This is an optimization exercise on Yosys and OpenROAD, whose aim is small area and a short achievable clock period, not a production implementation. Only simulation tests tie the RTL to the original design; equivalence was not proved. Power figures rest on the tool's default switching activity, not on a simulated workload.

File: flow/design.v
module block_quantiser (
    input  wire         clk,
    input  wire         rst,            
    input  wire         in_valid,
    input  wire [511:0] in_data,        
    input  wire [1:0]   in_fmt,         
    input  wire [2:0]   in_esc_shift,   
    input  wire [31:0]  in_outlier,     
    input  wire         in_blight,
    output reg          out_valid,
    output reg  [15:0]  out_scale,      
    output reg  [255:0] out_codes,      
    output reg  [1:0]   out_esc_count,
    output reg  [4:0]   out_esc0_pos,
    output reg  [15:0]  out_esc0_val,
    output reg  [4:0]   out_esc1_pos,
    output reg  [15:0]  out_esc1_val
);
    integer i, b;
    function [31:0] kbit(input [479:0] keys, input integer bb);
        integer k;
        begin
            for (k = 0; k < 32; k = k + 1) kbit[k] = keys[15*k + bb];
        end
    endfunction
    function [47:0] elim(input [31:0] al_in, input [479:0] keys,
                         input integer hb, input integer lb);
        reg [31:0] al, x1, x0;
        reg [15:0] v;
        reg d1, d0;
        integer bb;
        begin
            al = al_in;
            v  = 16'd0;
            for (bb = hb; bb > lb; bb = bb - 2) begin
                x1 = kbit(keys, bb);
                x0 = kbit(keys, bb - 1);
                d1 = |(al & x1);
                d0 = d1 ? |(al & x1 & x0) : |(al & x0);
                al = al & (x1 | {32{~d1}}) & (x0 | {32{~d0}});
                v  = {v[13:0], d1, d0};
            end
            if (((hb - lb) % 2) == 0) begin
                x1 = kbit(keys, lb);
                d1 = |(al & x1);
                al = al & (x1 | {32{~d1}});
                v  = {v[14:0], d1};
            end
            elim = {v, al};
        end
    endfunction
    function ge15(input [14:0] a, input [14:0] b);
        integer k;
        reg r;
        begin
            r = 1'b1;
            for (k = 0; k < 15; k = k + 1)
                r = (a[k] & ~b[k]) | (~(~a[k] & b[k]) & r);
            ge15 = r;
        end
    endfunction
    function [5:0] dstep(input [5:0] h, input [4:0] dv);
        integer k;
        reg [5:0] bw;
        reg [4:0] df;
        reg g;
        begin
            bw[0] = 1'b0;
            for (k = 0; k < 5; k = k + 1) begin
                df[k]   = h[k] ^ dv[k] ^ bw[k];
                bw[k+1] = (~h[k] & dv[k]) | (~h[k] & bw[k]) | (dv[k] & bw[k]);
            end
            g = h[5] | ~bw[5];
            dstep = {g, g ? df : h[4:0]};
        end
    endfunction
    function automatic [1:0] cnt2_r(input [31:0] v, input integer lo, input integer n);
        reg [1:0] x, y;
        begin
            if (n == 1) cnt2_r = {1'b0, v[lo]};
            else begin
                x = cnt2_r(v, lo, n / 2);
                y = cnt2_r(v, lo + n / 2, n - n / 2);
                cnt2_r = {x[1] | y[1] | (x[0] & y[0]), x[0] | y[0]};
            end
        end
    endfunction
    function [1:0] cnt2(input [31:0] v);
        cnt2 = cnt2_r(v, 0, 32);
    endfunction
    function automatic [2:0] cnt4_r(input [31:0] v, input integer lo, input integer n);
        reg [2:0] x, y;
        reg [3:0] z;
        begin
            if (n == 1) cnt4_r = {2'b00, v[lo]};
            else begin
                x = cnt4_r(v, lo, n / 2);
                y = cnt4_r(v, lo + n / 2, n - n / 2);
                z = {1'b0, x} + {1'b0, y};
                cnt4_r = (z > 4'd4) ? 3'd4 : z[2:0];
            end
        end
    endfunction
    function [2:0] cnt4(input [31:0] v);
        cnt4 = cnt4_r(v, 0, 32);
    endfunction
    function [4:0] enc32(input [31:0] v);
        integer k;
        reg [4:0] p;
        begin
            p = 5'd0;
            for (k = 0; k < 32; k = k + 1)
                if (v[k]) p = p | k[4:0];
            enc32 = p;
        end
    endfunction
    function automatic [32:0] first1_r(input [31:0] v, input integer lo, input integer n);
        reg [32:0] x, y;
        begin
            first1_r = 33'd0;
            if (n == 1) first1_r = {v[lo], 31'd0, v[lo]};
            else begin
                x = first1_r(v, lo, n / 2);
                y = first1_r(v, lo + n / 2, n - n / 2);
                first1_r[32] = x[32] | y[32];
                first1_r[31:0] = x[31:0] | ((x[32] ? 32'd0 : y[31:0]) << (n / 2));
            end
        end
    endfunction
    function [31:0] first1(input [31:0] v);
        reg [32:0] f;
        begin
            f = first1_r(v, 0, 32);
            first1 = f[31:0];
        end
    endfunction
    function exceeds(input [14:0] big, input [14:0] nxt, input [2:0] sh);
        reg [8:0] ne;
        begin
            ne = {1'b0, nxt[14:7]} + {5'd0, sh} + 9'd1;
            if (nxt[14:7] == 8'd0)
                exceeds = (big[14:7] != 8'd0);
            else
                exceeds = ({1'b0, big} > {ne, nxt[6:0]});
        end
    endfunction
    function [7:0] bq_dm(input [8:0] idx);
        begin
            case (idx)
            9'd0: bq_dm = 8'h53;
            9'd1: bq_dm = 8'h53;
            9'd2: bq_dm = 8'h53;
            9'd3: bq_dm = 8'h53;
            9'd4: bq_dm = 8'h53;
            9'd5: bq_dm = 8'h53;
            9'd6: bq_dm = 8'h54;
            9'd7: bq_dm = 8'h54;
            9'd8: bq_dm = 8'h54;
            9'd9: bq_dm = 8'h54;
            9'd10: bq_dm = 8'h54;
            9'd11: bq_dm = 8'h54;
            9'd12: bq_dm = 8'h54;
            9'd13: bq_dm = 8'h55;
            9'd14: bq_dm = 8'h55;
            9'd15: bq_dm = 8'h55;
            9'd16: bq_dm = 8'h55;
            9'd17: bq_dm = 8'h55;
            9'd18: bq_dm = 8'h55;
            9'd19: bq_dm = 8'h55;
            9'd20: bq_dm = 8'h56;
            9'd21: bq_dm = 8'h56;
            9'd22: bq_dm = 8'h56;
            9'd23: bq_dm = 8'h56;
            9'd24: bq_dm = 8'h56;
            9'd25: bq_dm = 8'h56;
            9'd26: bq_dm = 8'h56;
            9'd27: bq_dm = 8'h57;
            9'd28: bq_dm = 8'h57;
            9'd29: bq_dm = 8'h57;
            9'd30: bq_dm = 8'h57;
            9'd31: bq_dm = 8'h57;
            9'd32: bq_dm = 8'h57;
            9'd33: bq_dm = 8'h57;
            9'd34: bq_dm = 8'h58;
            9'd35: bq_dm = 8'h58;
            9'd36: bq_dm = 8'h58;
            9'd37: bq_dm = 8'h58;
            9'd38: bq_dm = 8'h58;
            9'd39: bq_dm = 8'h58;
            9'd40: bq_dm = 8'h58;
            9'd41: bq_dm = 8'h59;
            9'd42: bq_dm = 8'h59;
            9'd43: bq_dm = 8'h59;
            9'd44: bq_dm = 8'h59;
            9'd45: bq_dm = 8'h59;
            9'd46: bq_dm = 8'h59;
            9'd47: bq_dm = 8'h59;
            9'd48: bq_dm = 8'h5a;
            9'd49: bq_dm = 8'h5a;
            9'd50: bq_dm = 8'h5a;
            9'd51: bq_dm = 8'h5a;
            9'd52: bq_dm = 8'h5a;
            9'd53: bq_dm = 8'h5a;
            9'd54: bq_dm = 8'h5a;
            9'd55: bq_dm = 8'h5b;
            9'd56: bq_dm = 8'h5b;
            9'd57: bq_dm = 8'h5b;
            9'd58: bq_dm = 8'h5b;
            9'd59: bq_dm = 8'h5b;
            9'd60: bq_dm = 8'h5b;
            9'd61: bq_dm = 8'h5b;
            9'd62: bq_dm = 8'h5c;
            9'd63: bq_dm = 8'h5c;
            9'd64: bq_dm = 8'h5c;
            9'd65: bq_dm = 8'h5c;
            9'd66: bq_dm = 8'h5c;
            9'd67: bq_dm = 8'h5c;
            9'd68: bq_dm = 8'h5c;
            9'd69: bq_dm = 8'h5d;
            9'd70: bq_dm = 8'h5d;
            9'd71: bq_dm = 8'h5d;
            9'd72: bq_dm = 8'h5d;
            9'd73: bq_dm = 8'h5d;
            9'd74: bq_dm = 8'h5d;
            9'd75: bq_dm = 8'h5d;
            9'd76: bq_dm = 8'h5e;
            9'd77: bq_dm = 8'h5e;
            9'd78: bq_dm = 8'h5e;
            9'd79: bq_dm = 8'h5e;
            9'd80: bq_dm = 8'h5e;
            9'd81: bq_dm = 8'h5e;
            9'd82: bq_dm = 8'h5e;
            9'd83: bq_dm = 8'h5f;
            9'd84: bq_dm = 8'h5f;
            9'd85: bq_dm = 8'h5f;
            9'd86: bq_dm = 8'h5f;
            9'd87: bq_dm = 8'h5f;
            9'd88: bq_dm = 8'h5f;
            9'd89: bq_dm = 8'h5f;
            9'd90: bq_dm = 8'h60;
            9'd91: bq_dm = 8'h60;
            9'd92: bq_dm = 8'h60;
            9'd93: bq_dm = 8'h60;
            9'd94: bq_dm = 8'h60;
            9'd95: bq_dm = 8'h60;
            9'd96: bq_dm = 8'h60;
            9'd97: bq_dm = 8'h61;
            9'd98: bq_dm = 8'h61;
            9'd99: bq_dm = 8'h61;
            9'd100: bq_dm = 8'h61;
            9'd101: bq_dm = 8'h61;
            9'd102: bq_dm = 8'h61;
            9'd103: bq_dm = 8'h61;
            9'd104: bq_dm = 8'h61;
            9'd105: bq_dm = 8'h61;
            9'd106: bq_dm = 8'h61;
            9'd107: bq_dm = 8'h61;
            9'd108: bq_dm = 8'h61;
            9'd109: bq_dm = 8'h61;
            9'd110: bq_dm = 8'h61;
            9'd111: bq_dm = 8'h62;
            9'd112: bq_dm = 8'h62;
            9'd113: bq_dm = 8'h62;
            9'd114: bq_dm = 8'h62;
            9'd115: bq_dm = 8'h62;
            9'd116: bq_dm = 8'h62;
            9'd117: bq_dm = 8'h62;
            9'd118: bq_dm = 8'h62;
            9'd119: bq_dm = 8'h62;
            9'd120: bq_dm = 8'h62;
            9'd121: bq_dm = 8'h62;
            9'd122: bq_dm = 8'h62;
            9'd123: bq_dm = 8'h62;
            9'd124: bq_dm = 8'h62;
            9'd125: bq_dm = 8'h63;
            9'd126: bq_dm = 8'h63;
            9'd127: bq_dm = 8'h63;
            9'd128: bq_dm = 8'h66;
            9'd129: bq_dm = 8'h66;
            9'd130: bq_dm = 8'h66;
            9'd131: bq_dm = 8'h66;
            9'd132: bq_dm = 8'h66;
            9'd133: bq_dm = 8'h67;
            9'd134: bq_dm = 8'h67;
            9'd135: bq_dm = 8'h67;
            9'd136: bq_dm = 8'h67;
            9'd137: bq_dm = 8'h67;
            9'd138: bq_dm = 8'h67;
            9'd139: bq_dm = 8'h68;
            9'd140: bq_dm = 8'h68;
            9'd141: bq_dm = 8'h68;
            9'd142: bq_dm = 8'h68;
            9'd143: bq_dm = 8'h68;
            9'd144: bq_dm = 8'h68;
            9'd145: bq_dm = 8'h69;
            9'd146: bq_dm = 8'h69;
            9'd147: bq_dm = 8'h69;
            9'd148: bq_dm = 8'h69;
            9'd149: bq_dm = 8'h69;
            9'd150: bq_dm = 8'h69;
            9'd151: bq_dm = 8'h6a;
            9'd152: bq_dm = 8'h6a;
            9'd153: bq_dm = 8'h6a;
            9'd154: bq_dm = 8'h6a;
            9'd155: bq_dm = 8'h6a;
            9'd156: bq_dm = 8'h6a;
            9'd157: bq_dm = 8'h6b;
            9'd158: bq_dm = 8'h6b;
            9'd159: bq_dm = 8'h6b;
            9'd160: bq_dm = 8'h6b;
            9'd161: bq_dm = 8'h6b;
            9'd162: bq_dm = 8'h6b;
            9'd163: bq_dm = 8'h6c;
            9'd164: bq_dm = 8'h6c;
            9'd165: bq_dm = 8'h6c;
            9'd166: bq_dm = 8'h6c;
            9'd167: bq_dm = 8'h6c;
            9'd168: bq_dm = 8'h6c;
            9'd169: bq_dm = 8'h6d;
            9'd170: bq_dm = 8'h6d;
            9'd171: bq_dm = 8'h6d;
            9'd172: bq_dm = 8'h6d;
            9'd173: bq_dm = 8'h6d;
            9'd174: bq_dm = 8'h6d;
            9'd175: bq_dm = 8'h6e;
            9'd176: bq_dm = 8'h6e;
            9'd177: bq_dm = 8'h6e;
            9'd178: bq_dm = 8'h6e;
            9'd179: bq_dm = 8'h6e;
            9'd180: bq_dm = 8'h6e;
            9'd181: bq_dm = 8'h6f;
            9'd182: bq_dm = 8'h6f;
            9'd183: bq_dm = 8'h6f;
            9'd184: bq_dm = 8'h6f;
            9'd185: bq_dm = 8'h6f;
            9'd186: bq_dm = 8'h6f;
            9'd187: bq_dm = 8'h70;
            9'd188: bq_dm = 8'h70;
            9'd189: bq_dm = 8'h70;
            9'd190: bq_dm = 8'h70;
            9'd191: bq_dm = 8'h70;
            9'd192: bq_dm = 8'h70;
            9'd193: bq_dm = 8'h71;
            9'd194: bq_dm = 8'h71;
            9'd195: bq_dm = 8'h71;
            9'd196: bq_dm = 8'h71;
            9'd197: bq_dm = 8'h71;
            9'd198: bq_dm = 8'h71;
            9'd199: bq_dm = 8'h71;
            9'd200: bq_dm = 8'h71;
            9'd201: bq_dm = 8'h71;
            9'd202: bq_dm = 8'h71;
            9'd203: bq_dm = 8'h71;
            9'd204: bq_dm = 8'h71;
            9'd205: bq_dm = 8'h72;
            9'd206: bq_dm = 8'h72;
            9'd207: bq_dm = 8'h72;
            9'd208: bq_dm = 8'h72;
            9'd209: bq_dm = 8'h72;
            9'd210: bq_dm = 8'h72;
            9'd211: bq_dm = 8'h72;
            9'd212: bq_dm = 8'h72;
            9'd213: bq_dm = 8'h72;
            9'd214: bq_dm = 8'h72;
            9'd215: bq_dm = 8'h72;
            9'd216: bq_dm = 8'h72;
            9'd217: bq_dm = 8'h73;
            9'd218: bq_dm = 8'h73;
            9'd219: bq_dm = 8'h73;
            9'd220: bq_dm = 8'h73;
            9'd221: bq_dm = 8'h73;
            9'd222: bq_dm = 8'h73;
            9'd223: bq_dm = 8'h73;
            9'd224: bq_dm = 8'h73;
            9'd225: bq_dm = 8'h73;
            9'd226: bq_dm = 8'h73;
            9'd227: bq_dm = 8'h73;
            9'd228: bq_dm = 8'h73;
            9'd229: bq_dm = 8'h74;
            9'd230: bq_dm = 8'h74;
            9'd231: bq_dm = 8'h74;
            9'd232: bq_dm = 8'h74;
            9'd233: bq_dm = 8'h74;
            9'd234: bq_dm = 8'h74;
            9'd235: bq_dm = 8'h74;
            9'd236: bq_dm = 8'h74;
            9'd237: bq_dm = 8'h74;
            9'd238: bq_dm = 8'h74;
            9'd239: bq_dm = 8'h74;
            9'd240: bq_dm = 8'h74;
            9'd241: bq_dm = 8'h75;
            9'd242: bq_dm = 8'h75;
            9'd243: bq_dm = 8'h75;
            9'd244: bq_dm = 8'h75;
            9'd245: bq_dm = 8'h75;
            9'd246: bq_dm = 8'h75;
            9'd247: bq_dm = 8'h75;
            9'd248: bq_dm = 8'h75;
            9'd249: bq_dm = 8'h75;
            9'd250: bq_dm = 8'h75;
            9'd251: bq_dm = 8'h75;
            9'd252: bq_dm = 8'h75;
            9'd253: bq_dm = 8'h76;
            9'd254: bq_dm = 8'h76;
            9'd255: bq_dm = 8'h76;
            9'd256: bq_dm = 8'h80;
            9'd257: bq_dm = 8'h81;
            9'd258: bq_dm = 8'h81;
            9'd259: bq_dm = 8'h81;
            9'd260: bq_dm = 8'h81;
            9'd261: bq_dm = 8'h81;
            9'd262: bq_dm = 8'h81;
            9'd263: bq_dm = 8'h81;
            9'd264: bq_dm = 8'h81;
            9'd265: bq_dm = 8'h82;
            9'd266: bq_dm = 8'h82;
            9'd267: bq_dm = 8'h82;
            9'd268: bq_dm = 8'h82;
            9'd269: bq_dm = 8'h82;
            9'd270: bq_dm = 8'h82;
            9'd271: bq_dm = 8'h82;
            9'd272: bq_dm = 8'h82;
            9'd273: bq_dm = 8'h83;
            9'd274: bq_dm = 8'h83;
            9'd275: bq_dm = 8'h83;
            9'd276: bq_dm = 8'h83;
            9'd277: bq_dm = 8'h83;
            9'd278: bq_dm = 8'h83;
            9'd279: bq_dm = 8'h83;
            9'd280: bq_dm = 8'h83;
            9'd281: bq_dm = 8'h84;
            9'd282: bq_dm = 8'h84;
            9'd283: bq_dm = 8'h84;
            9'd284: bq_dm = 8'h84;
            9'd285: bq_dm = 8'h84;
            9'd286: bq_dm = 8'h84;
            9'd287: bq_dm = 8'h84;
            9'd288: bq_dm = 8'h84;
            9'd289: bq_dm = 8'h85;
            9'd290: bq_dm = 8'h85;
            9'd291: bq_dm = 8'h85;
            9'd292: bq_dm = 8'h85;
            9'd293: bq_dm = 8'h85;
            9'd294: bq_dm = 8'h85;
            9'd295: bq_dm = 8'h85;
            9'd296: bq_dm = 8'h85;
            9'd297: bq_dm = 8'h86;
            9'd298: bq_dm = 8'h86;
            9'd299: bq_dm = 8'h86;
            9'd300: bq_dm = 8'h86;
            9'd301: bq_dm = 8'h86;
            9'd302: bq_dm = 8'h86;
            9'd303: bq_dm = 8'h86;
            9'd304: bq_dm = 8'h86;
            9'd305: bq_dm = 8'h87;
            9'd306: bq_dm = 8'h87;
            9'd307: bq_dm = 8'h87;
            9'd308: bq_dm = 8'h87;
            9'd309: bq_dm = 8'h87;
            9'd310: bq_dm = 8'h87;
            9'd311: bq_dm = 8'h87;
            9'd312: bq_dm = 8'h87;
            9'd313: bq_dm = 8'h88;
            9'd314: bq_dm = 8'h88;
            9'd315: bq_dm = 8'h88;
            9'd316: bq_dm = 8'h88;
            9'd317: bq_dm = 8'h88;
            9'd318: bq_dm = 8'h88;
            9'd319: bq_dm = 8'h88;
            9'd320: bq_dm = 8'h88;
            9'd321: bq_dm = 8'h89;
            9'd322: bq_dm = 8'h89;
            9'd323: bq_dm = 8'h89;
            9'd324: bq_dm = 8'h89;
            9'd325: bq_dm = 8'h89;
            9'd326: bq_dm = 8'h89;
            9'd327: bq_dm = 8'h89;
            9'd328: bq_dm = 8'h89;
            9'd329: bq_dm = 8'h8a;
            9'd330: bq_dm = 8'h8a;
            9'd331: bq_dm = 8'h8a;
            9'd332: bq_dm = 8'h8a;
            9'd333: bq_dm = 8'h8a;
            9'd334: bq_dm = 8'h8a;
            9'd335: bq_dm = 8'h8a;
            9'd336: bq_dm = 8'h8a;
            9'd337: bq_dm = 8'h8b;
            9'd338: bq_dm = 8'h8b;
            9'd339: bq_dm = 8'h8b;
            9'd340: bq_dm = 8'h8b;
            9'd341: bq_dm = 8'h8b;
            9'd342: bq_dm = 8'h8b;
            9'd343: bq_dm = 8'h8b;
            9'd344: bq_dm = 8'h8b;
            9'd345: bq_dm = 8'h8c;
            9'd346: bq_dm = 8'h8c;
            9'd347: bq_dm = 8'h8c;
            9'd348: bq_dm = 8'h8c;
            9'd349: bq_dm = 8'h8c;
            9'd350: bq_dm = 8'h8c;
            9'd351: bq_dm = 8'h8c;
            9'd352: bq_dm = 8'h8c;
            9'd353: bq_dm = 8'h8d;
            9'd354: bq_dm = 8'h8d;
            9'd355: bq_dm = 8'h8d;
            9'd356: bq_dm = 8'h8d;
            9'd357: bq_dm = 8'h8d;
            9'd358: bq_dm = 8'h8d;
            9'd359: bq_dm = 8'h8d;
            9'd360: bq_dm = 8'h8d;
            9'd361: bq_dm = 8'h8e;
            9'd362: bq_dm = 8'h8e;
            9'd363: bq_dm = 8'h8e;
            9'd364: bq_dm = 8'h8e;
            9'd365: bq_dm = 8'h8e;
            9'd366: bq_dm = 8'h8e;
            9'd367: bq_dm = 8'h8e;
            9'd368: bq_dm = 8'h8e;
            9'd369: bq_dm = 8'h8f;
            9'd370: bq_dm = 8'h8f;
            9'd371: bq_dm = 8'h8f;
            9'd372: bq_dm = 8'h8f;
            9'd373: bq_dm = 8'h8f;
            9'd374: bq_dm = 8'h8f;
            9'd375: bq_dm = 8'h8f;
            9'd376: bq_dm = 8'h8f;
            9'd377: bq_dm = 8'h90;
            9'd378: bq_dm = 8'h90;
            9'd379: bq_dm = 8'h90;
            9'd380: bq_dm = 8'h90;
            9'd381: bq_dm = 8'h90;
            9'd382: bq_dm = 8'h90;
            9'd383: bq_dm = 8'h90;
            9'd384: bq_dm = 8'h11;
            9'd385: bq_dm = 8'h11;
            9'd386: bq_dm = 8'h11;
            9'd387: bq_dm = 8'h11;
            9'd388: bq_dm = 8'h11;
            9'd389: bq_dm = 8'h11;
            9'd390: bq_dm = 8'h11;
            9'd391: bq_dm = 8'h12;
            9'd392: bq_dm = 8'h12;
            9'd393: bq_dm = 8'h12;
            9'd394: bq_dm = 8'h12;
            9'd395: bq_dm = 8'h12;
            9'd396: bq_dm = 8'h12;
            9'd397: bq_dm = 8'h12;
            9'd398: bq_dm = 8'h12;
            9'd399: bq_dm = 8'h13;
            9'd400: bq_dm = 8'h13;
            9'd401: bq_dm = 8'h13;
            9'd402: bq_dm = 8'h13;
            9'd403: bq_dm = 8'h13;
            9'd404: bq_dm = 8'h13;
            9'd405: bq_dm = 8'h13;
            9'd406: bq_dm = 8'h13;
            9'd407: bq_dm = 8'h14;
            9'd408: bq_dm = 8'h14;
            9'd409: bq_dm = 8'h14;
            9'd410: bq_dm = 8'h14;
            9'd411: bq_dm = 8'h14;
            9'd412: bq_dm = 8'h14;
            9'd413: bq_dm = 8'h14;
            9'd414: bq_dm = 8'h14;
            9'd415: bq_dm = 8'h15;
            9'd416: bq_dm = 8'h15;
            9'd417: bq_dm = 8'h15;
            9'd418: bq_dm = 8'h15;
            9'd419: bq_dm = 8'h15;
            9'd420: bq_dm = 8'h15;
            9'd421: bq_dm = 8'h15;
            9'd422: bq_dm = 8'h15;
            9'd423: bq_dm = 8'h16;
            9'd424: bq_dm = 8'h16;
            9'd425: bq_dm = 8'h16;
            9'd426: bq_dm = 8'h16;
            9'd427: bq_dm = 8'h16;
            9'd428: bq_dm = 8'h16;
            9'd429: bq_dm = 8'h16;
            9'd430: bq_dm = 8'h16;
            9'd431: bq_dm = 8'h17;
            9'd432: bq_dm = 8'h17;
            9'd433: bq_dm = 8'h17;
            9'd434: bq_dm = 8'h17;
            9'd435: bq_dm = 8'h17;
            9'd436: bq_dm = 8'h17;
            9'd437: bq_dm = 8'h17;
            9'd438: bq_dm = 8'h17;
            9'd439: bq_dm = 8'h18;
            9'd440: bq_dm = 8'h18;
            9'd441: bq_dm = 8'h18;
            9'd442: bq_dm = 8'h18;
            9'd443: bq_dm = 8'h18;
            9'd444: bq_dm = 8'h18;
            9'd445: bq_dm = 8'h18;
            9'd446: bq_dm = 8'h18;
            9'd447: bq_dm = 8'h19;
            9'd448: bq_dm = 8'h19;
            9'd449: bq_dm = 8'h19;
            9'd450: bq_dm = 8'h19;
            9'd451: bq_dm = 8'h19;
            9'd452: bq_dm = 8'h19;
            9'd453: bq_dm = 8'h19;
            9'd454: bq_dm = 8'h19;
            9'd455: bq_dm = 8'h1a;
            9'd456: bq_dm = 8'h1a;
            9'd457: bq_dm = 8'h1a;
            9'd458: bq_dm = 8'h1a;
            9'd459: bq_dm = 8'h1a;
            9'd460: bq_dm = 8'h1a;
            9'd461: bq_dm = 8'h1a;
            9'd462: bq_dm = 8'h1a;
            9'd463: bq_dm = 8'h1b;
            9'd464: bq_dm = 8'h1b;
            9'd465: bq_dm = 8'h1b;
            9'd466: bq_dm = 8'h1b;
            9'd467: bq_dm = 8'h1b;
            9'd468: bq_dm = 8'h1b;
            9'd469: bq_dm = 8'h1b;
            9'd470: bq_dm = 8'h1b;
            9'd471: bq_dm = 8'h1c;
            9'd472: bq_dm = 8'h1c;
            9'd473: bq_dm = 8'h1c;
            9'd474: bq_dm = 8'h1c;
            9'd475: bq_dm = 8'h1c;
            9'd476: bq_dm = 8'h1c;
            9'd477: bq_dm = 8'h1c;
            9'd478: bq_dm = 8'h1c;
            9'd479: bq_dm = 8'h1d;
            9'd480: bq_dm = 8'h1d;
            9'd481: bq_dm = 8'h1d;
            9'd482: bq_dm = 8'h1d;
            9'd483: bq_dm = 8'h1d;
            9'd484: bq_dm = 8'h1d;
            9'd485: bq_dm = 8'h1d;
            9'd486: bq_dm = 8'h1d;
            9'd487: bq_dm = 8'h1e;
            9'd488: bq_dm = 8'h1e;
            9'd489: bq_dm = 8'h1e;
            9'd490: bq_dm = 8'h1e;
            9'd491: bq_dm = 8'h1e;
            9'd492: bq_dm = 8'h1e;
            9'd493: bq_dm = 8'h1e;
            9'd494: bq_dm = 8'h1e;
            9'd495: bq_dm = 8'h1f;
            9'd496: bq_dm = 8'h1f;
            9'd497: bq_dm = 8'h1f;
            9'd498: bq_dm = 8'h1f;
            9'd499: bq_dm = 8'h1f;
            9'd500: bq_dm = 8'h1f;
            9'd501: bq_dm = 8'h1f;
            9'd502: bq_dm = 8'h1f;
            9'd503: bq_dm = 8'h20;
            9'd504: bq_dm = 8'h20;
            9'd505: bq_dm = 8'h20;
            9'd506: bq_dm = 8'h20;
            9'd507: bq_dm = 8'h20;
            9'd508: bq_dm = 8'h20;
            9'd509: bq_dm = 8'h20;
            9'd510: bq_dm = 8'h20;
            9'd511: bq_dm = 8'h21;
            default: bq_dm = 8'h00;
            endcase
        end
    endfunction
    function [479:0] keys_of(input [511:0] d);
        integer k;
        begin
            for (k = 0; k < 32; k = k + 1) keys_of[15*k +: 15] = d[16*k +: 15];
        end
    endfunction
    function [31:0] signs_of(input [511:0] d);
        integer k;
        begin
            for (k = 0; k < 32; k = k + 1) signs_of[k] = d[16*k + 15];
        end
    endfunction
    function [31:0] exp_ff(input [511:0] d);
        integer k;
        begin
            for (k = 0; k < 32; k = k + 1) exp_ff[k] = (d[16*k+14 -: 8] == 8'hFF);
        end
    endfunction
    function [31:0] exp_nz(input [511:0] d);
        integer k;
        begin
            for (k = 0; k < 32; k = k + 1) exp_nz[k] = (d[16*k+14 -: 8] != 8'h00);
        end
    endfunction
    function [15:0] nfval(input [31:0] sel, input [511:0] d);
        integer k;
        reg s, n;
        begin
            s = 1'b0;
            n = 1'b0;
            for (k = 0; k < 32; k = k + 1) begin
                s = s | (sel[k] & d[16*k+15]);
                n = n | (sel[k] & (d[16*k +: 7] != 7'd0));
            end
            nfval = n ? 16'h7FC0 : {s, 15'h7F80};
        end
    endfunction
    reg         r0_valid;
    reg [511:0] r0_data;
    reg [1:0]   r0_fmt;
    reg [2:0]   r0_shift;
    reg [31:0]  r0_ok;          
    reg [31:0]  r0_nf;          
    reg [31:0]  r0_fin;         
    reg         r0_blight;
    always @(posedge clk) begin
        if (rst) r0_valid <= 1'b0;
        else     r0_valid <= in_valid;
        r0_data    <= in_data;
        r0_fmt     <= in_fmt;
        r0_shift   <= in_esc_shift;
        r0_ok      <= ~in_outlier & ~exp_ff(in_data) & exp_nz(in_data);
        r0_nf      <= ~in_outlier & exp_ff(in_data);
        r0_fin     <= ~in_outlier & ~exp_ff(in_data);
        r0_blight  <= in_blight;
    end
    wire [479:0] a_key = keys_of(r0_data);
    wire [31:0]  a_nf  = r0_nf;
    wire [31:0]  a_ok  = r0_ok;
    wire [2:0]   a_nfc = cnt4(r0_nf);                  
    wire [2:0]   a_cc  = cnt4(r0_fin);                 
    wire [47:0]  a_e0  = elim(a_ok, a_key, 14, 7);
    wire [31:0]  a_L0  = a_e0[31:0];
    wire [47:0]  a_f0  = elim(a_L0, a_key, 6, 0);
    wire [47:0]  a_e1  = elim(a_ok & ~a_L0, a_key, 14, 7);
    reg         ra_valid;
    reg [511:0] ra_data;
    reg [31:0]  ra_ok, ra_nf;
    reg [2:0]   ra_nfc, ra_cc;
    reg [14:0]  ra_t0;
    reg [31:0]  ra_L0, ra_L1;
    reg [7:0]   ra_E1;
    reg [1:0]   ra_fmt;
    reg [2:0]   ra_shift;
    reg         ra_blight;
    always @(posedge clk) begin
        if (rst) ra_valid <= 1'b0;
        else     ra_valid <= r0_valid;
        ra_data   <= r0_data;
        ra_ok     <= a_ok;
        ra_nf     <= a_nf;
        ra_nfc    <= a_nfc;
        ra_cc     <= a_cc;
        ra_t0     <= {a_e0[39:32], a_f0[38:32]};
        ra_L0     <= a_L0;
        ra_L1     <= a_e1[31:0];
        ra_E1     <= a_e1[39:32];
        ra_fmt    <= r0_fmt;
        ra_shift  <= r0_shift;
        ra_blight <= r0_blight;
    end
    wire [479:0] b_key = keys_of(ra_data);
    wire [47:0]  b_f1  = elim(ra_L1, b_key, 6, 0);
    wire [14:0]  b_t1  = {ra_E1, b_f1[38:32]};
    wire [47:0]  b_e2  = elim(ra_ok & ~ra_L0 & ~ra_L1, b_key, 14, 7);
    wire [31:0]  b_L2  = b_e2[31:0];
    wire [7:0]   b_E2  = b_e2[39:32];
    wire [47:0]  b_f2  = elim(b_L2, b_key, 6, 0);
    wire [14:0]  b_t2  = {b_E2, b_f2[38:32]};
    wire [31:0]  b_ok3 = ra_ok & ~ra_L0 & ~ra_L1 & ~b_L2;
    reg  [8:0]  b_thr_e;
    reg         b_low;
    reg  [31:0] b_reach;
    always @* begin
        b_thr_e = {1'b0, b_E2} - {6'd0, ra_shift} - 9'd1;    
        b_low   = b_thr_e[8] || b_thr_e == 9'd0;           
        for (i = 0; i < 32; i = i + 1)
            b_reach[i] = b_ok3[i] && (b_low || ge15(b_key[15*i +: 15], {b_thr_e[7:0], b_t2[6:0]}));
    end
    wire [1:0] b_n0 = cnt2(ra_L0);
    wire [1:0] b_n1 = cnt2(ra_L1);
    wire [1:0] b_n2 = cnt2(b_L2);
    wire b_e01 = (ra_cc >= 3'd2) && b_n0[0] && !b_n0[1] && exceeds(ra_t0, b_t1, ra_shift);
    wire b_e12 = (ra_cc >= 3'd3) && b_n1[0] && !b_n1[1] && exceeds(b_t1, b_t2, ra_shift);
    wire b_e23 = (ra_cc >= 3'd4) && b_n2[0] && !b_n2[1] && !(|b_reach);
    wire [31:0] b_nfa  = first1(ra_nf);
    wire [31:0] b_nfb  = first1(ra_nf & ~b_nfa);
    reg         rb_valid;
    reg [511:0] rb_data;
    reg [31:0]  rb_ok, rb_nf;
    reg [2:0]   rb_nfc;
    reg [14:0]  rb_t0, rb_t1, rb_t2;
    reg [31:0]  rb_L0, rb_L1;
    reg         rb_e01, rb_e12, rb_e23;
    reg [4:0]   rb_pnfa, rb_pnfb, rb_p0, rb_p1;
    reg [15:0]  rb_vnfa, rb_vnfb;
    reg         rb_s0, rb_s1;
    reg [1:0]   rb_fmt;
    reg         rb_blight;
    always @(posedge clk) begin
        if (rst) rb_valid <= 1'b0;
        else     rb_valid <= ra_valid;
        rb_data   <= ra_data;
        rb_ok     <= ra_ok;
        rb_nf     <= ra_nf;
        rb_nfc    <= ra_nfc;
        rb_t0     <= ra_t0;
        rb_t1     <= b_t1;
        rb_t2     <= b_t2;
        rb_L0     <= ra_L0;
        rb_L1     <= ra_L1;
        rb_e01    <= b_e01;
        rb_e12    <= b_e12;
        rb_e23    <= b_e23;
        rb_pnfa   <= enc32(b_nfa);
        rb_pnfb   <= enc32(b_nfb);
        rb_p0     <= enc32(ra_L0);
        rb_p1     <= enc32(ra_L1);
        rb_vnfa   <= nfval(b_nfa, ra_data);
        rb_vnfb   <= nfval(b_nfb, ra_data);
        rb_s0     <= |(ra_L0 & signs_of(ra_data));
        rb_s1     <= |(ra_L1 & signs_of(ra_data));
        rb_fmt    <= ra_fmt;
        rb_blight <= ra_blight;
    end
    wire c_nonfinite = (rb_nfc >= 3'd3);
    wire c_add0 = rb_e01 && (rb_nfc <= 3'd1);
    wire c_add1 = c_add0 && rb_e12 && (rb_nfc == 3'd0);
    wire c_promote = (rb_e01 && rb_nfc == 3'd2) ||
                     (c_add0 && rb_e12 && rb_nfc == 3'd1) ||
                     (c_add1 && rb_e23);
    wire c_x0 = c_add0 && !c_promote;            
    wire c_x1 = c_add1 && !c_promote;            
    wire [14:0] c_amax = c_x1 ? rb_t2 : (c_x0 ? rb_t1 : rb_t0);
    wire [1:0]  c_fmt  = c_promote ? 2'd3 : rb_fmt;
    wire [31:0] c_esc  = rb_nf | (c_x0 ? rb_L0 : 32'd0) | (c_x1 ? rb_L1 : 32'd0);
    wire [31:0] c_ok   = rb_ok & ~c_esc;
    wire [15:0] c_v0 = {rb_s0, rb_t0};
    wire [15:0] c_v1 = {rb_s1, rb_t1};
    reg [1:0]  c_cnt;
    reg [4:0]  c_pa, c_pb;
    reg [15:0] c_va, c_vb;
    always @* begin
        c_cnt = c_nonfinite ? 2'd0 : (c_x1 ? 2'd2 : (rb_nfc[1:0] + {1'b0, c_x0}));
        if (c_x1) begin
            if (rb_p1 < rb_p0) begin
                c_pa = rb_p1; c_va = c_v1; c_pb = rb_p0; c_vb = c_v0;
            end else begin
                c_pa = rb_p0; c_va = c_v0; c_pb = rb_p1; c_vb = c_v1;
            end
        end else if (c_x0 && rb_nfc == 3'd1) begin
            if (rb_p0 < rb_pnfa) begin
                c_pa = rb_p0; c_va = c_v0; c_pb = rb_pnfa; c_vb = rb_vnfa;
            end else begin
                c_pa = rb_pnfa; c_va = rb_vnfa; c_pb = rb_p0; c_vb = c_v0;
            end
        end else if (c_x0) begin
            c_pa = rb_p0; c_va = c_v0; c_pb = rb_p0; c_vb = c_v0;
        end else begin
            c_pa = rb_pnfa; c_va = rb_vnfa; c_pb = rb_pnfb; c_vb = rb_vnfb;
        end
        if (c_cnt < 2'd2) begin
            c_pb = 5'd0; c_vb = 16'd0;
        end
        if (c_cnt == 2'd0) begin
            c_pa = 5'd0; c_va = 16'd0;
        end
    end
    localparam integer CSTEPS = 2;
    wire [7:0] c_dm = bq_dm({c_fmt, c_amax[6:0]});
    reg  [9:0] c_en;
    reg  [7:0] c_e;
    reg  [3:0] c_m;
    always @* begin
        c_en = {2'b00, c_amax[14:7]} + {6'd0, c_dm[7:4]} - 10'd8;
        if (c_amax[14:7] == 8'd0) begin
            c_e = 8'd0;   c_m = 4'd0;
        end else if (c_en[9] || c_en == 10'd0) begin
            c_e = 8'd1;   c_m = 4'd0;
        end else if (c_en > 10'd254) begin
            c_e = 8'd254; c_m = 4'd15;
        end else begin
            c_e = c_en[7:0]; c_m = c_dm[3:0];
        end
    end
    wire [7:0] c_em1 = c_e - 8'd1;
    wire [3:0] c_c4  = c_e[3:0] + 4'd7;
    wire [4:0] c_dv  = {1'b1, c_m};
    reg [12:0] c_r [0:31];
    reg [6:0]  c_q [0:31];
    reg [12:0] cr;
    reg [5:0]  cst;
    reg [3:0]  u;
    reg        okq;
    always @* begin
        for (i = 0; i < 32; i = i + 1) begin
            okq = c_ok[i] && ge15({rb_data[16*i+14 -: 8], 7'd0}, {c_em1, 7'd0}) && (c_e != 8'd0);
            u   = c_c4 - rb_data[16*i+10 -: 4];
            cr   = okq ? ({1'b1, rb_data[16*i +: 7], 5'd0} >> u) : 13'd0;
            c_q[i] = 7'd0;
            for (b = 6; b > 6 - CSTEPS; b = b - 1) begin
                cst = dstep(cr[b+1 +: 6], c_dv);
                c_q[i][b] = cst[5];
                cr[b+1 +: 6] = {1'b0, cst[4:0]};
            end
            c_r[i] = cr;
        end
    end
    reg         rc_valid;
    reg [12:0]  rc_r [0:31];
    reg [6:0]   rc_q [0:31];
    reg [31:0]  rc_sign;
    reg [31:0]  rc_esc;
    reg [7:0]   rc_e;
    reg [3:0]   rc_m;
    reg [1:0]   rc_fmt;
    reg         rc_nonfinite;
    reg         rc_promote;
    reg         rc_blight;
    reg [1:0]   rc_cnt;
    reg [4:0]   rc_p0, rc_p1;
    reg [15:0]  rc_v0, rc_v1;
    always @(posedge clk) begin
        if (rst) rc_valid <= 1'b0;
        else     rc_valid <= rb_valid;
        for (i = 0; i < 32; i = i + 1) begin
            rc_r[i] <= c_r[i] & ((13'd1 << (13 - CSTEPS)) - 13'd1);
            rc_q[i] <= c_q[i] & ~((7'd1 << (7 - CSTEPS)) - 7'd1);
        end
        rc_sign      <= signs_of(rb_data);
        rc_esc       <= c_esc;
        rc_e         <= c_e;
        rc_m         <= c_m;
        rc_fmt       <= c_fmt;
        rc_nonfinite <= c_nonfinite;
        rc_promote   <= c_promote;
        rc_blight    <= rb_blight;
        rc_cnt       <= c_cnt;
        rc_p0        <= c_pa;
        rc_v0        <= c_va;
        rc_p1        <= c_pb;
        rc_v1        <= c_vb;
    end
    wire [4:0] d_dv = {1'b1, rc_m};
    reg [7:0]  code8 [0:31];
    reg [12:0] dr;
    reg [5:0]  dst;
    reg [6:0]  q;
    reg        rbit;
    always @* begin
        for (i = 0; i < 32; i = i + 1) begin
            dr = rc_r[i];
            q = rc_q[i];
            for (b = 6 - CSTEPS; b >= 0; b = b - 1) begin
                dst = dstep(dr[b+1 +: 6], d_dv);
                q[b] = dst[5];
                dr[b+1 +: 6] = {1'b0, dst[4:0]};
            end
            dst  = dstep(dr[5:0], d_dv);
            rbit = dst[5];
            if (rc_esc[i])
                code8[i] = 8'h80;
            else
                code8[i] = ({1'b0, q} ^ {8{rc_sign[i]}}) + {7'd0, rc_sign[i] ^ rbit};
        end
    end
    reg [255:0] codes;
    always @* begin
        codes = 256'd0;
        for (i = 0; i < 32; i = i + 1) begin
            case (rc_fmt)
                2'd0: codes[4*i +: 4] = {code8[i][7], code8[i][2:0]};
                2'd1: codes[3*i +: 3] = {code8[i][7], code8[i][1:0]};
                2'd2: codes[2*i +: 2] = {code8[i][7], code8[i][0]};
                default: codes[8*i +: 8] = code8[i];
            endcase
        end
    end
    always @(posedge clk) begin
        if (rst) out_valid <= 1'b0;
        else     out_valid <= rc_valid;
        if (rc_nonfinite) begin
            out_scale <= {8'hFF, 4'd0, 1'b0, 1'b0, rc_blight, 1'b0};
            out_codes <= 256'd0;
        end else begin
            out_scale <= {rc_e, rc_m, (rc_cnt != 2'd0), rc_promote, rc_blight, 1'b0};
            out_codes <= codes;
        end
        out_esc_count <= rc_cnt;
        out_esc0_pos  <= rc_p0;
        out_esc0_val  <= rc_v0;
        out_esc1_pos  <= rc_p1;
        out_esc1_val  <= rc_v1;
    end
endmodule
File: flow/flow/run.sh
#!/bin/bash
# Layout flow: the standard ORFS flow (standard.sh, which reads the
# settings of config.mk) with two changes:
#  - a setup slack margin for ORFS's timing repair (repair_timing in
#    floorplan, CTS and global route): the repair then works on every path
#    longer than 75 - 58.5 = 16.5 ns, so it shortens the stages of this
#    design rather than stopping at the 75 ns clock period. The clock period
#    and the constraints stay the design's; gate cloning is skipped;
#  - the port buffers that the standard flow puts on every input and output
#    port are of the smallest buffer cell.
# All of make's output, including every tool's log, goes to flow_make.log
# here; ORFS keeps each step's own log under orfs/logs.
set -uo pipefail
bash standard.sh SETUP_SLACK_MARGIN=58.5 SKIP_GATE_CLONING=1 \
    "BUFFER_PORTS_ARGS=-buffer_cell sky130_fd_sc_hd__buf_1" finish > flow_make.log 2>&1
File: flow/standard.sh
#!/bin/bash
# synth_recipe.tcl (not shown) runs the flow's synth.tcl, then flattens the netlist and writes it again
# the make line also repeats each setting of config.mk as NAME=value (left out here)
make -C /OpenROAD-flow-scripts/flow DESIGN_CONFIG=/design/flow/config.mk WORK_HOME=/design/flow/orfs CLKGATE_MAP_FILE= SYNTH_SCRIPT=/design/flow/synth_recipe.tcl "${@:-finish}"
File: flow/config.mk
export PLATFORM = sky130hd
export DESIGN_NAME = block_quantiser
export DESIGN_NICKNAME = block_quantiser
export VERILOG_FILES = /design/flow/design.v
export SDC_FILE = /design/flow/constraint.sdc
export NUM_CORES = 8
export LEC_CHECK = 0
export ABC_AREA = 1
export CAP_MARGIN = 40
export CORE_MARGIN = 2
export CORE_UTILIZATION = 46
export CTS_CLUSTER_DIAMETER = 120
export CTS_CLUSTER_SIZE = 22
export PLACE_DENSITY = 0.66
export SLEW_MARGIN = 40
File: flow/constraint.sdc
create_clock -name core_clock -period 75.0 [get_ports {clk}]
set_input_delay 15.0000 -clock core_clock [delete_from_list [all_inputs] [get_ports {clk}]]
set_output_delay 15.0000 -clock core_clock [all_outputs]
set_load 0.01 [all_outputs]
==> results of run 1 <==
==> power groups by stage <==
| stage | registers [mW] | clock network (mW) | logic, mW |
|---|---|---|---|
| 2_1_floorplan | 1.87 | 0 | 4.87 |
| 3_3_place_gp | 1.93 | 0 | 7.26 |
| 3_5_place_dp | 1.93 | 0 | 7.47 |
| 4_1_cts | 1.89 | 1.01 | 7.56 |
| 5_1_grt | 1.91 | 1.06 | 8.57 |
| 6_report | 1.92 | 1.03 | 8.01 |
==> state kept, by name (all words and copies together) (netlist names), 64 cells and up <==
| signal | count |
|---|---|
| rb_data | 512 |
| r0_data | 512 |
| rc_q | 64 |
| rc_r | 351 |
| ra_data | 512 |
| out_codes | 256 |
==> layer usage <==
layer	GRT usage [%]	wire (um)	vias to the layer above
met1	64.6	398000	92400
li1	-	-	81200
met5	2.86	1740	-
met2	75.5	431000	17400
met4	57.0	143000	84
met3	27.8	176000	4860
==> kinds of logic after synthesis <==
| kind of cell | after synthesis | share of synthesized area, % |
|---|---|---|
| and+or+nand+nor | 10700 | 26.2 |
| buffers and inverters | 4344 | 9.56 |
| AOI/OAI and AO/OA | 3899 | 12.9 |
| DFF | 2870 | 32.7 |
| adders and majority gates | 1634 | 14.8 |
| muxes | 376 | 2.17 |
| xor gates and xnor gates | 340 | 1.70 |
| other | 1 | 0.00214 |
==> worst max-delay path by stage <==
stage / startpoint / endpoint / slack [ps]
after floorplan: in_data[7] / r0_ok[0] / 59310
after global placement: r0_ok[6] / ra_L1[23] / 51990
after detailed placement: r0_ok[6] / ra_L1[23] / 54650
after CTS: out_codes[29] / out_codes[29] / 58460
after global routing: ra_L1[4] / rb_e23 / 58260
final: ra_L1[0] / rb_e23 / 58090
==> worst max-delay path: cells and delay by family (launching register included) <==
kind	cells	cell delay (ps)
compound gates	3	400
buf+inv	17	4020
flops	1	580
simple gates	74	11470
==> per-stage QoR <==
step / hold WS [ps] / util, % / area, um2
global placement: 310 / 49.1 / 186000
detailed placement: 312 / 49.2 / 187000
floorplan: 310 / - / 176000
CTS: 316 / 50.8 / 193000
finish: 317 / 51.2 / 194000
global route: 322 / 51.1 / 194000
==> layout make-up <==
type | instances | area share (%)
Clock inverter | 33 | 0.292
Timing Repair Buffer | 1386 | 4.08
Sequential cell | 2870 | 29.6
Antenna cell | 321 | 0.413
Clock buffer | 178 | 2.18
Tap cell | 5016 | 3.23
Multi-Input combinational cell | 16900 | 52.9
Inverter | 3790 | 7.33
==> cell usage after synthesis, types with 62 or more instances <==
library cell | n | area [um2]
sky130_fd_sc_hd__nand3b_1 | 93 | 698
sky130_fd_sc_hd__xor2_1 | 291 | 2550
sky130_fd_sc_hd__nor4_1 | 192 | 1200
sky130_fd_sc_hd__o22ai_1 | 447 | 2800
sky130_fd_sc_hd__a22oi_1 | 114 | 856
sky130_fd_sc_hd__fa_1 | 738 | 14800
sky130_fd_sc_hd__ha_1 | 864 | 10800
sky130_fd_sc_hd__clkbuf_1 | 382 | 1430
sky130_fd_sc_hd__a31oi_1 | 75 | 469
sky130_fd_sc_hd__nor2_1 | 2203 | 8270
sky130_fd_sc_hd__inv_1 | 3709 | 13900
sky130_fd_sc_hd__dfxtp_1 | 2870 | 57500
sky130_fd_sc_hd__buf_4 | 62 | 465
sky130_fd_sc_hd__o21ai_0 | 1301 | 6510
sky130_fd_sc_hd__nand4_1 | 641 | 4010
sky130_fd_sc_hd__or2_2 | 171 | 1070
sky130_fd_sc_hd__nand3_1 | 1627 | 8140
sky130_fd_sc_hd__nand2_1 | 5387 | 20200
sky130_fd_sc_hd__a221oi_1 | 79 | 692
sky130_fd_sc_hd__nor3_1 | 189 | 946
sky130_fd_sc_hd__a211oi_1 | 118 | 886
sky130_fd_sc_hd__o211ai_1 | 211 | 1580
sky130_fd_sc_hd__a21oi_1 | 1148 | 5750
sky130_fd_sc_hd__o21ai_1 | 109 | 546
sky130_fd_sc_hd__mux2i_1 | 344 | 3440
==> timing repair <==
action	in CTS	in global routing
resized for setup	234	118
hold buffers	0	0
endpoints found under the hold margin	0	0
pin swaps	19	12
endpoints found under the setup margin	132	77
buffers inserted	34	19
==> results by group, run 1 <==
Timing
  – Worst rel slew slack: 22.7%
  – Transition at the pin with the smallest max-transition slack: 1150 ps
  – Clock period minus worst slack: 16,910 ps
  – Final Hold Viols: 0
  – Highest clock frequency the design can meet: 59.1 MHz
  – RSZ-0062 raised after global routing: true
  – Final Setup Violations: 0
  – Max-slew violation total from the final report: 0
  – Setup TNS: 0 ps
  – Final setup slack of the worst path: 58,090 ps
  – Worst clock skew: 137 ps
  – Share of the cycle needed by the critical path after routing: 22.5%

Critical path
  – Category of the critical setup timing path: register to register
  – Origin of the critical flop-to-flop path: ra_L1[0]
  – Max FO, Critical Path: 50
  – Number of cells on the worst reg-to-reg path: 94
  – Setup slack of the worst register-to-register path: 58,090 ps
  – Slowest cell on the critical path: sky130_fd_sc_hd__dfxtp_2
  – Critical path startpoint category: register
  – Worst path arrival time: 17,860 ps
  – Crit path required time: 75,950 ps
  – Worst reg2reg path endpoint: rb_e23
  – Cell mode on critical path: sky130_fd_sc_hd__nand3_1
  – CP endpoint kind: register
  – Delay of the slowest critical-path stage: 580 ps

Detailed routing
  – Overall routed net length: 1150 mm
  – WL/cell: 37.6 um
  – Average vias per placed instance: 6.42
  – Antenna Violating Nets Remaining: 0
  – Via Count: 196,000
  – Number of optimization iterations in the first detailed-route pass: 14
  – Initial detailed-routing violation count: 33,600
  – Remaining routing DRC violations: 0

Floorplanning
  – Height of the die: 622 um
  – Starting density of the core: 46.3%
  – Total die area: 387,000 um2
  – Core footprint: 379,000 um2
  – Floorplan row count: 226
  – Number of ports placed on the die boundary: 870
  – Die width: 622 um

Clock tree
  – Clock latency at the later pin of the worst-skew pair: 1060 ps
  – Clock tree from TritonCTS: done
  – Clk slew on worst S/H paths: 110 ps
  – Maximum clock path buffer count: 4
  – CTS Buf Count: 163
  – CTS H-Tree Depth: 4
  – Buffer cell driving the clock tree root: sky130_fd_sc_hd__clkbuf_16
  – Clock sink total: 2,870

Final layout
  – Most common library cell in the layout ignoring fill and taps: sky130_fd_sc_hd__nand2_1
  – Share of final-layout standard cells stronger than drive strength 1: 6.10%
  – Area grow syn2layout: 10.8%
  – Area used by multi-input combinational logic: 103,000 um2
  – Number of nets in the layout: 27,300
  – Number of standard cells in the layout, taps in and fillers out: 30,500
  – Fill count: 36,300
  – Storage cell area: 57,600 um2
  – Commonest non-fill, non-tap cells in the layout: sky130_fd_sc_hd__nand2_1, sky130_fd_sc_hd__inv_1, sky130_fd_sc_hd__dfxtp_1

Worst hold path
  – Type of the worst min-delay path: register to register
  – End of the worst hold path: ra_data[351]
  – Hold path startpoint: r0_data[351]
  – Cell count of the worst hold path: 0

Synth
  – Share of async-settable or async-resettable flops after synthesis: 0%
  – Total of flip-flops plus latches after synthesis: 2,870
  – Warnings, synthesis: 6
  – Synthesized netlist net count: 26,300
  – Library cells used by synthesis: 79
  – Post-synthesis instance area: 176,000 um2
  – Mean cell area of the mapped netlist: 7.27 um2
  – Post-synthesis instance total: 24,200
  – Proportion of synthesized chip area in sequential cells: 32.7%
  – Ys flop type: sky130_fd_sc_hd__dfxtp_1
  – Number of enable flip-flop cells after synthesis: 0

Power
  – Leakage Power: 95.1 nW
  – Power after layout: 11.0 mW
  – Sw frac: 60.3%
  – Net Sw Power: 6.62 mW
  – Share of total power in combinational logic: 73.0%
  – Clk pwr share: 9.4%
  – Internal power: 4.35 mW
  – Worst supply voltage drop on vdd: 62.2 uV
  – Sequential cell fraction of total power: 17.6%
  – Power density over the cells: 56.4 nW/um2

Placement
  – Number of buffer cells added on primary ports: 868
  – Cell total after placement: 30,000
  – Global placer's final weighted congestion: 1.25
  – Place WS: 54,650 ps
  – Estimated wirelength of the detail-placed design: 955 mm

Global route
  – Total overflow reported by the global router: 0
  – Total routing usage reported by global routing: 56.9%
  – Number of global-route vias before repair: 177,000
  – Initial antenna violation count: 290
  – Maximum number of pins on one net before global-route repair: 85
  – Global-route wire length before repair: 1500 mm

Status
  – Result of the run: timing/DRC/antenna clean

Run
  – Max-capacitance violation count: 0
==> run 2: changes to the inputs <==
--- a/flow/flow/run.sh
+++ b/flow/flow/run.sh
@@ -5,3 +5,3 @@
 #    floorplan, CTS and global route): the repair then works on every path
-#    longer than 75 - 58.5 = 16.5 ns, so it shortens the stages of this
+#    longer than 75 - 59.3 = 15.7 ns, so it shortens the stages of this
 #    design rather than stopping at the 75 ns clock period. The clock period
@@ -13,3 +13,3 @@
 set -uo pipefail
-bash standard.sh SETUP_SLACK_MARGIN=58.5 SKIP_GATE_CLONING=1 \
+bash standard.sh SETUP_SLACK_MARGIN=59.3 SKIP_GATE_CLONING=1 \
     "BUFFER_PORTS_ARGS=-buffer_cell sky130_fd_sc_hd__buf_1" finish > flow_make.log 2>&1
==> results by group, run 2 <==
Floorplanning
  – Die width: 622 um
  – Number of ports placed on the die boundary: 870
  – Floorplan row count: 226
  – Total die area: 387,000 um2
  – Starting density of the core: 46.3%
  – Core footprint: 379,000 um2
  – Height of the die: 622 um

Placement
  – Place WS: 54,650 ps
  – Cell Area, Placed: 187,000 um2
  – Global placer's final weighted congestion: 1.25
  – Number of buffer cells added on primary ports: 868
  – Estimated wirelength of the detail-placed design: 955 mm

Critical path
  – Max FO, Critical Path: 1
  – Cells along the critical path: buf_6
  – CP endpoint kind: primary output
  – Cell count along the critical path: 1
  – Critical path startpoint category: register
  – Worst reg2reg path endpoint: rb_e23
  – Worst path arrival time: 1590 ps
  – Category of the critical setup timing path: register to primary output
  – Number of cells on the worst reg-to-reg path: 104
  – Family with the most delay on the worst path: flip-flops
  – Origin of the critical flop-to-flop path: ra_L1[16]
  – Setup slack of the worst register-to-register path: 58,750 ps
  – Delay of the slowest critical-path stage: 450 ps
  – Count of buffering cells on the critical path with inverters included: 1
  – Crit path required time: 60,000 ps
  – Slowest cell on the critical path: sky130_fd_sc_hd__dfxtp_4

Clock tree
  – Maximum clock path buffer count: 4
  – Cts hold-fix bufs: 0
  – Buffer cell driving the clock tree root: sky130_fd_sc_hd__clkbuf_16
  – Clock tree from TritonCTS: done
  – Clock latency at the later pin of the worst-skew pair: 1050 ps
  – CTS H-Tree Depth: 4
  – Clock sink total: 2,870
  – Clk slew on worst S/H paths: 100 ps
  – CTS Buf Count: 163

Timing
  – Worst clock skew: 122 ps
  – RSZ-0062 raised after global routing: true
  – Setup TNS: 0 ps
  – Worst rel slew slack: 23.9%
  – Final setup slack of the worst path: 58,410 ps
  – Share of the cycle needed by the critical path after routing: 22.1%
  – Highest clock frequency the design can meet: 60.3 MHz
  – Final Hold Viols: 0
  – Hold WS: 318 ps
  – Transition at the pin with the smallest max-transition slack: 1130 ps
  – Final Setup Violations: 0
  – Max-slew violation total from the final report: 0
  – Clock period minus worst slack: 16,590 ps

Detailed routing
  – Remaining routing DRC violations: 0
  – Top routing layer in use: met5
  – Met2 routed WL: 435 mm
  – Initial detailed-routing violation count: 34,200
  – WL/cell: 38.0 um
  – Overall routed net length: 1160 mm
  – Routed length on met3: 177 mm
  – Average vias per placed instance: 6.47
  – Number of optimization iterations in the first detailed-route pass: 19
  – Wire length the detailed router placed on met1: 401 mm
  – Antenna Violating Nets Remaining: 0
  – Via Count: 198,000

Power
  – Sequential cell fraction of total power: 17.5%
  – Net Sw Power: 6.68 mW
  – Sw frac: 60.2%
  – Leakage Power: 96.5 nW
  – Power density over the cells: 56.3 nW/um2
  – Internal power: 4.42 mW
  – Power after layout: 11.1 mW
  – Worst supply voltage drop on vdd: 61.4 uV
  – Share of total power in combinational logic: 73.2%
  – Clk pwr share: 9.3%

Final layout
  – Area grow syn2layout: 12.2%
  – Most common library cell in the layout ignoring fill and taps: sky130_fd_sc_hd__nand2_1
  – Commonest non-fill, non-tap cells in the layout: sky130_fd_sc_hd__nand2_1, sky130_fd_sc_hd__inv_1, sky130_fd_sc_hd__dfxtp_1
  – Largest registers ranked by flip-flop count: r0_data: 512 flops, ra_data: 512 flops, rb_data: 512 flops
  – Final design instance area without fill: 197,000 um2
  – Number of nets in the layout: 27,300
  – Share of final-layout standard cells stronger than drive strength 1: 8.11%

Worst hold path
  – Hold path startpoint: r0_data[351]
  – End of the worst hold path: ra_data[351]
  – Cell count of the worst hold path: 0
  – Type of the worst min-delay path: register to register

Synth
  – Post-synthesis instance area: 176,000 um2
  – Post-synthesis instance total: 24,200
  – Library cell occupying the most area in the post-synthesis netlist: sky130_fd_sc_hd__dfxtp_1
  – Most frequent cell after synthesis: sky130_fd_sc_hd__nand2_1
  – Warnings, synthesis: 6
  – Post-synth top area share: 32.7%
  – Proportion of synthesized chip area in sequential cells: 32.7%
  – Total of flip-flops plus latches after synthesis: 2,870
  – Number of enable flip-flop cells after synthesis: 0
  – Ys flop type: sky130_fd_sc_hd__dfxtp_1
  – Share of async-settable or async-resettable flops after synthesis: 0%
  – Top cell types by occurrence after synthesis: sky130_fd_sc_hd__nand2_1, sky130_fd_sc_hd__inv_1, sky130_fd_sc_hd__dfxtp_1
  – Synthesized netlist net count: 26,300
  – Main area contributors after synthesis: sky130_fd_sc_hd__dfxtp_1, sky130_fd_sc_hd__nand2_1, sky130_fd_sc_hd__fa_1
  – Library cells used by synthesis: 79
  – Mean cell area of the mapped netlist: 7.27 um2

Global route
  – Maximum number of pins on one net before global-route repair: 85
  – Number of global-route vias before repair: 178,000
  – Total overflow reported by the global router: 0
  – Global-route wire length before repair: 1510 mm
  – Total routing usage reported by global routing: 57.3%
  – Initial antenna violation count: 292

Status
  – Result of the run: timing/DRC/antenna clean

Run
  – Max-capacitance violation count: 0
## run 2: cell counts after synthesis
No cell type changed its count.
## run 2: layout make-up
class / instances / area [um2]
tap: 5016 / 6280
clock buffer: 178 / 4240
clock inverter: 33 / 568
timing repair buffer: 1400 / 9840
multi-input combinational: 16900 / 103000
antenna: 345 / 863
fill: 35800 / 182000
sequential: 2870 / 57900
inverter: 3790 / 14300
## run 2: power by group through the flow
| stage | Clock, mW | Sequential [mW] | Combinational, mW |
|---|---|---|---|
| floorplan | 0 | 1.87 | 4.87 |
| global placement | 0 | 1.93 | 7.26 |
| detailed placement | 0 | 1.93 | 7.47 |
| CTS | 1.01 | 1.90 | 7.61 |
| global route | 1.06 | 1.93 | 8.68 |
| finish | 1.04 | 1.94 | 8.12 |
## run 2: per-stage QoR
| stage | cells | utilization [%] |
|---|---|---|
| final | 30600 | 51.9 |
| after global routing | 30300 | 51.7 |
| after CTS | 30200 | 51.3 |
| after detailed placement | 30000 | 49.2 |
| after global placement | 29900 | 49.1 |
| after floorplan | 24200 | - |
## run 2: kinds of logic after synthesis
group	Yosys count	synth area share, %
simple gates	10700	26.2
compound gates	3899	12.9
fa+ha+maj	1634	14.8
mux	376	2.17
xor+xnor	340	1.70
buf+inv	4344	9.56
flops	2870	32.7
other cells	1	0.00214
## run 2: worst max-delay path by stage
stage | from | endpoint | slack (ps)
6_report | out_codes[90] | out_codes[90] | 58410
5_1_grt | out_codes[90] | out_codes[90] | 58440
4_1_cts | out_codes[29] | out_codes[29] | 58460
3_5_place_dp | r0_ok[6] | ra_L1[23] | 54650
3_3_place_gp | r0_ok[6] | ra_L1[23] | 51990
2_1_floorplan | in_data[7] | r0_ok[0] | 59310
## run 2: metal layers
metal / GRT usage, % / up-vias
met5: 3.46 / -
met4: 57.4 / 90
met3: 27.0 / 5158
met2: 76.1 / 17900
met1: 65.3 / 93400
li1: - / 81300
## run 2: repair_timing
item                                    in CTS  in global routing
pin swaps                                   23                 17
resized for setup                          839                336
buffers inserted                            45                 22
endpoints found under the setup margin     384                536
hold endpoints to repair                     0                  0
==> run 3: changes to the inputs <==
--- a/flow/flow/run.sh
+++ b/flow/flow/run.sh
@@ -5,3 +5,3 @@
 #    floorplan, CTS and global route): the repair then works on every path
-#    longer than 75 - 59.3 = 15.7 ns, so it shortens the stages of this
+#    longer than 75 - 59.8 = 15.2 ns, so it shortens the stages of this
 #    design rather than stopping at the 75 ns clock period. The clock period
@@ -13,3 +13,3 @@
 set -uo pipefail
-bash standard.sh SETUP_SLACK_MARGIN=59.3 SKIP_GATE_CLONING=1 \
+bash standard.sh SETUP_SLACK_MARGIN=59.8 SKIP_GATE_CLONING=1 \
     "BUFFER_PORTS_ARGS=-buffer_cell sky130_fd_sc_hd__buf_1" finish > flow_make.log 2>&1
==> results by group, run 3 <==
Detailed routing
  – Average vias per placed instance: 6.49
  – Overall routed net length: 1150 mm
  – Number of optimization iterations in the first detailed-route pass: 14
  – WL/cell: 37.9 um
  – Via Count: 198,000
  – Antenna Violating Nets Remaining: 0
  – Initial detailed-routing violation count: 36,400
  – Remaining routing DRC violations: 0

Clock tree
  – Maximum clock path buffer count: 4
  – Clk slew on worst S/H paths: 100 ps
  – CTS Buf Count: 166
  – Clock sink total: 2,870
  – CTS H-Tree Depth: 4
  – Buffer cell driving the clock tree root: sky130_fd_sc_hd__clkbuf_16
  – Clock tree from TritonCTS: done
  – Cts hold-fix bufs: 0
  – Clock latency at the later pin of the worst-skew pair: 1060 ps

Placement
  – Number of buffer cells added on primary ports: 868
  – Global placer's final weighted congestion: 1.22
  – Estimated wirelength of the detail-placed design: 949 mm

Synth
  – Synthesized netlist net count: 26,300
  – Post-synthesis instance total: 24,200
  – Mean cell area of the mapped netlist: 7.27 um2
  – Most frequent cell after synthesis: sky130_fd_sc_hd__nand2_1
  – Main area contributors after synthesis: sky130_fd_sc_hd__dfxtp_1, sky130_fd_sc_hd__nand2_1, sky130_fd_sc_hd__fa_1
  – Synth Area in Simple Gates: 26.2%
  – Proportion of synthesized chip area in sequential cells: 32.7%
  – Number of enable flip-flop cells after synthesis: 0
  – Share of async-settable or async-resettable flops after synthesis: 0%
  – Warnings, synthesis: 6
  – Largest family of logic cells by synthesized area: simple AND/OR/NAND/NOR gates
  – Total of flip-flops plus latches after synthesis: 2,870
  – Post-synthesis instance area: 176,000 um2
  – Post-synth top area share: 32.7%
  – Xor/xnor share of the synthesized area: 1.70%
  – Proportion of synthesized area in mux cells: 2.17%
  – Top cell types by occurrence after synthesis: sky130_fd_sc_hd__nand2_1, sky130_fd_sc_hd__inv_1, sky130_fd_sc_hd__dfxtp_1
  – Library cell occupying the most area in the post-synthesis netlist: sky130_fd_sc_hd__dfxtp_1
  – Share of synthesized cell area in full adder, half adder and majority cells: 14.8%
  – Ys flop type: sky130_fd_sc_hd__dfxtp_1
  – Library cells used by synthesis: 79
  – Area fraction in compound gates after synthesis: 12.9%

Floorplanning
  – Height of the die: 622 um
  – Die width: 622 um
  – Total die area: 387,000 um2
  – Number of ports placed on the die boundary: 870
  – Starting density of the core: 46.3%
  – Floorplan row count: 226
  – Core footprint: 379,000 um2

Power
  – Worst supply voltage drop on vdd: 70.7 uV
  – Leakage Power: 96.8 nW
  – Power density over the cells: 56.0 nW/um2

Final layout
  – Area used by multi-input combinational logic: 104,000 um2
  – Storage cell area: 58,000 um2
  – Commonest non-fill, non-tap cells in the layout: sky130_fd_sc_hd__nand2_1, sky130_fd_sc_hd__inv_1, sky130_fd_sc_hd__dfxtp_1
  – Number of nets in the layout: 27,300
  – Area grow syn2layout: 13.6%
  – Layout Utilization: 52.5%
  – Most common library cell in the layout ignoring fill and taps: sky130_fd_sc_hd__nand2_1
  – Fill count: 35,400
  – Share of final-layout standard cells stronger than drive strength 1: 9.39%
  – Largest registers ranked by flip-flop count: r0_data: 512 flops, ra_data: 512 flops, rb_data: 512 flops

Global route
  – Global-route wire length before repair: 1520 mm
  – Maximum number of pins on one net before global-route repair: 111
  – Total overflow reported by the global router: 0
  – Initial antenna violation count: 324
  – Number of global-route vias before repair: 179,000
  – Total routing usage reported by global routing: 57.3%

Critical path
  – Crit path required time: 60,000 ps
  – Family with the most delay on the worst path: flip-flops
  – Count of buffering cells on the critical path with inverters included: 1
  – CP endpoint kind: primary output
  – Setup slack of the worst register-to-register path: 59,540 ps
  – Category of the critical setup timing path: register to primary output
  – Critical path startpoint category: register
  – Worst path arrival time: 1550 ps
  – Max FO, Critical Path: 1
  – Slowest cell on the critical path: sky130_fd_sc_hd__dfxtp_4
  – Cells along the critical path: buf_6
  – Origin of the critical flop-to-flop path: r0_data[334]
  – Worst reg2reg path endpoint: ra_t0[0]
  – Delay of the slowest critical-path stage: 400 ps
  – Number of cells on the worst reg-to-reg path: 75

Timing
  – Setup TNS: 0 ps
  – Clock period minus worst slack: 16,550 ps
  – Final Setup Violations: 0
  – Share of the cycle needed by the critical path after routing: 22.1%
  – Max-slew violation total from the final report: 0
  – Worst rel slew slack: 20.2%
  – Highest clock frequency the design can meet: 60.4 MHz
  – RSZ-0062 raised after global routing: true
  – Transition at the pin with the smallest max-transition slack: 1200 ps
  – Final Hold Viols: 0
  – Worst clock skew: 89.3 ps

Run
  – Max-capacitance violation count: 0

Worst hold path
  – Type of the worst min-delay path: register to register
  – Hold path startpoint: rb_data[495]
  – End of the worst hold path: rc_sign[30]
  – Cell count of the worst hold path: 0

Status
  – Result of the run: timing/DRC/antenna clean
run 3: cell counts after synthesis:
No cell type changed its count.
run 3: kinds of logic (layout without fill, tap and decap cells):
kind of cell / Yosys count / count (layout)
flip-flops: 2870 / 2870
other: 1 / 275
adder cells (fa/ha/maj): 1634 / 1634
AO/OA/AOI/OAI: 3899 / 3899
buffers and inverters: 4344 / 5382
AND/OR/NAND/NOR: 10700 / 10700
XOR/XNOR: 340 / 340
multiplexers: 376 / 376
run 3: power breakdown:
part           internal, mW  switching, mW  total (mW)
logic                  2.31           5.86        8.17
clock network         0.429          0.610        1.04
registers              1.71          0.240        1.95
total                  4.45           6.71        11.2
run 3: how the worst max path moves through the flow:
| stage | cells after the start | slack (ps) | from | end |
|---|---|---|---|---|
| finish | 1 | 58450 | out_codes[56] | out_codes[56] |
| global route | 1 | 58480 | out_codes[84] | out_codes[84] |
| CTS | 1 | 58500 | out_codes[91] | out_codes[91] |
| detailed placement | 77 | 55170 | r0_data[238] | ra_L1[30] |
| global placement | 77 | 53870 | r0_ok[20] | ra_L1[23] |
| floorplan | 4 | 59410 | in_data[13] | r0_ok[0] |
run 3: metrics by stage:
stage | power [mW] | setup WS [ps] | area (um2) | hold WS [ps] | cells
floorplan | 6.75 | 59410 | 177000 | 310 | 24200
global placement | 9.16 | 53870 | 188000 | 310 | 29900
detailed placement | 9.41 | 55170 | 189000 | 312 | 29900
CTS | 10.6 | 58500 | 197000 | 298 | 30200
global route | 11.7 | 58480 | 199000 | 310 | 30300
finish | 11.2 | 58450 | 199000 | 301 | 30500
run 3: cell type report:
class | count | area share, %
multi-input cells | 16900 | 52.3
flip-flops and latches | 2870 | 29.1
inverters | 3790 | 7.45
repair buffers | 1381 | 5.21
well taps | 5016 | 3.15
clock buffers | 176 | 2.13
diodes | 274 | 0.344
clock inverters | 35 | 0.283
run 3: what timing repair did:
action | 4_1_cts | 5_1_grt
hold endpoints to repair | 0 | 0
resized for setup | 932 | 204
pin swaps | 23 | 17
buffers inserted | 47 | 24
endpoints found under the setup margin | 367 | 552
run 3: per-layer routing:
layer	GRT usage, %	part of all wire (%)
met1	66.0	35
met2	77.2	38
met3	26.6	15
met4	54.8	12
met5	0.728	0.15

[port drivers added, routing unchanged]
How much do the figures lean on ideal ports? The routed layouts below were timed once more, with nothing changed but the port constraints. Step 1 sets driving cells, clkbuf_16 on the clock port and buf_2 on the other inputs (assumed; they add their load-dependent delay and slew). Step 2 adds t to the input delays and takes it off the output delays; t is the mean of the earliest and latest rising clock arrival at the registers after step 1. Input paths then give back, and output paths get back, about the clock's delay inside the block. Three values: ideal ports, drivers, drivers and shift; two values: the first two.
run	t, ns	setup WS [ns]	latest minus earliest clock arrival (ns)	worst register clock-pin slew, ns
run 1	1.125	58.092 / 58.092 / 58.092	0.142 / 0.141	0.12 / 0.12
run 2	1.127	58.409 / 58.269 / 58.154	0.128 / 0.129	0.12 / 0.12
run 3	1.147	58.448 / 58.313 / 58.720	0.093 / 0.093	0.12 / 0.12
After both steps every run listed still meets setup and hold. For run 2, which loses most, drivers alone change the setup slack by -0.140 ns; drivers and shift together by -0.255 ns.
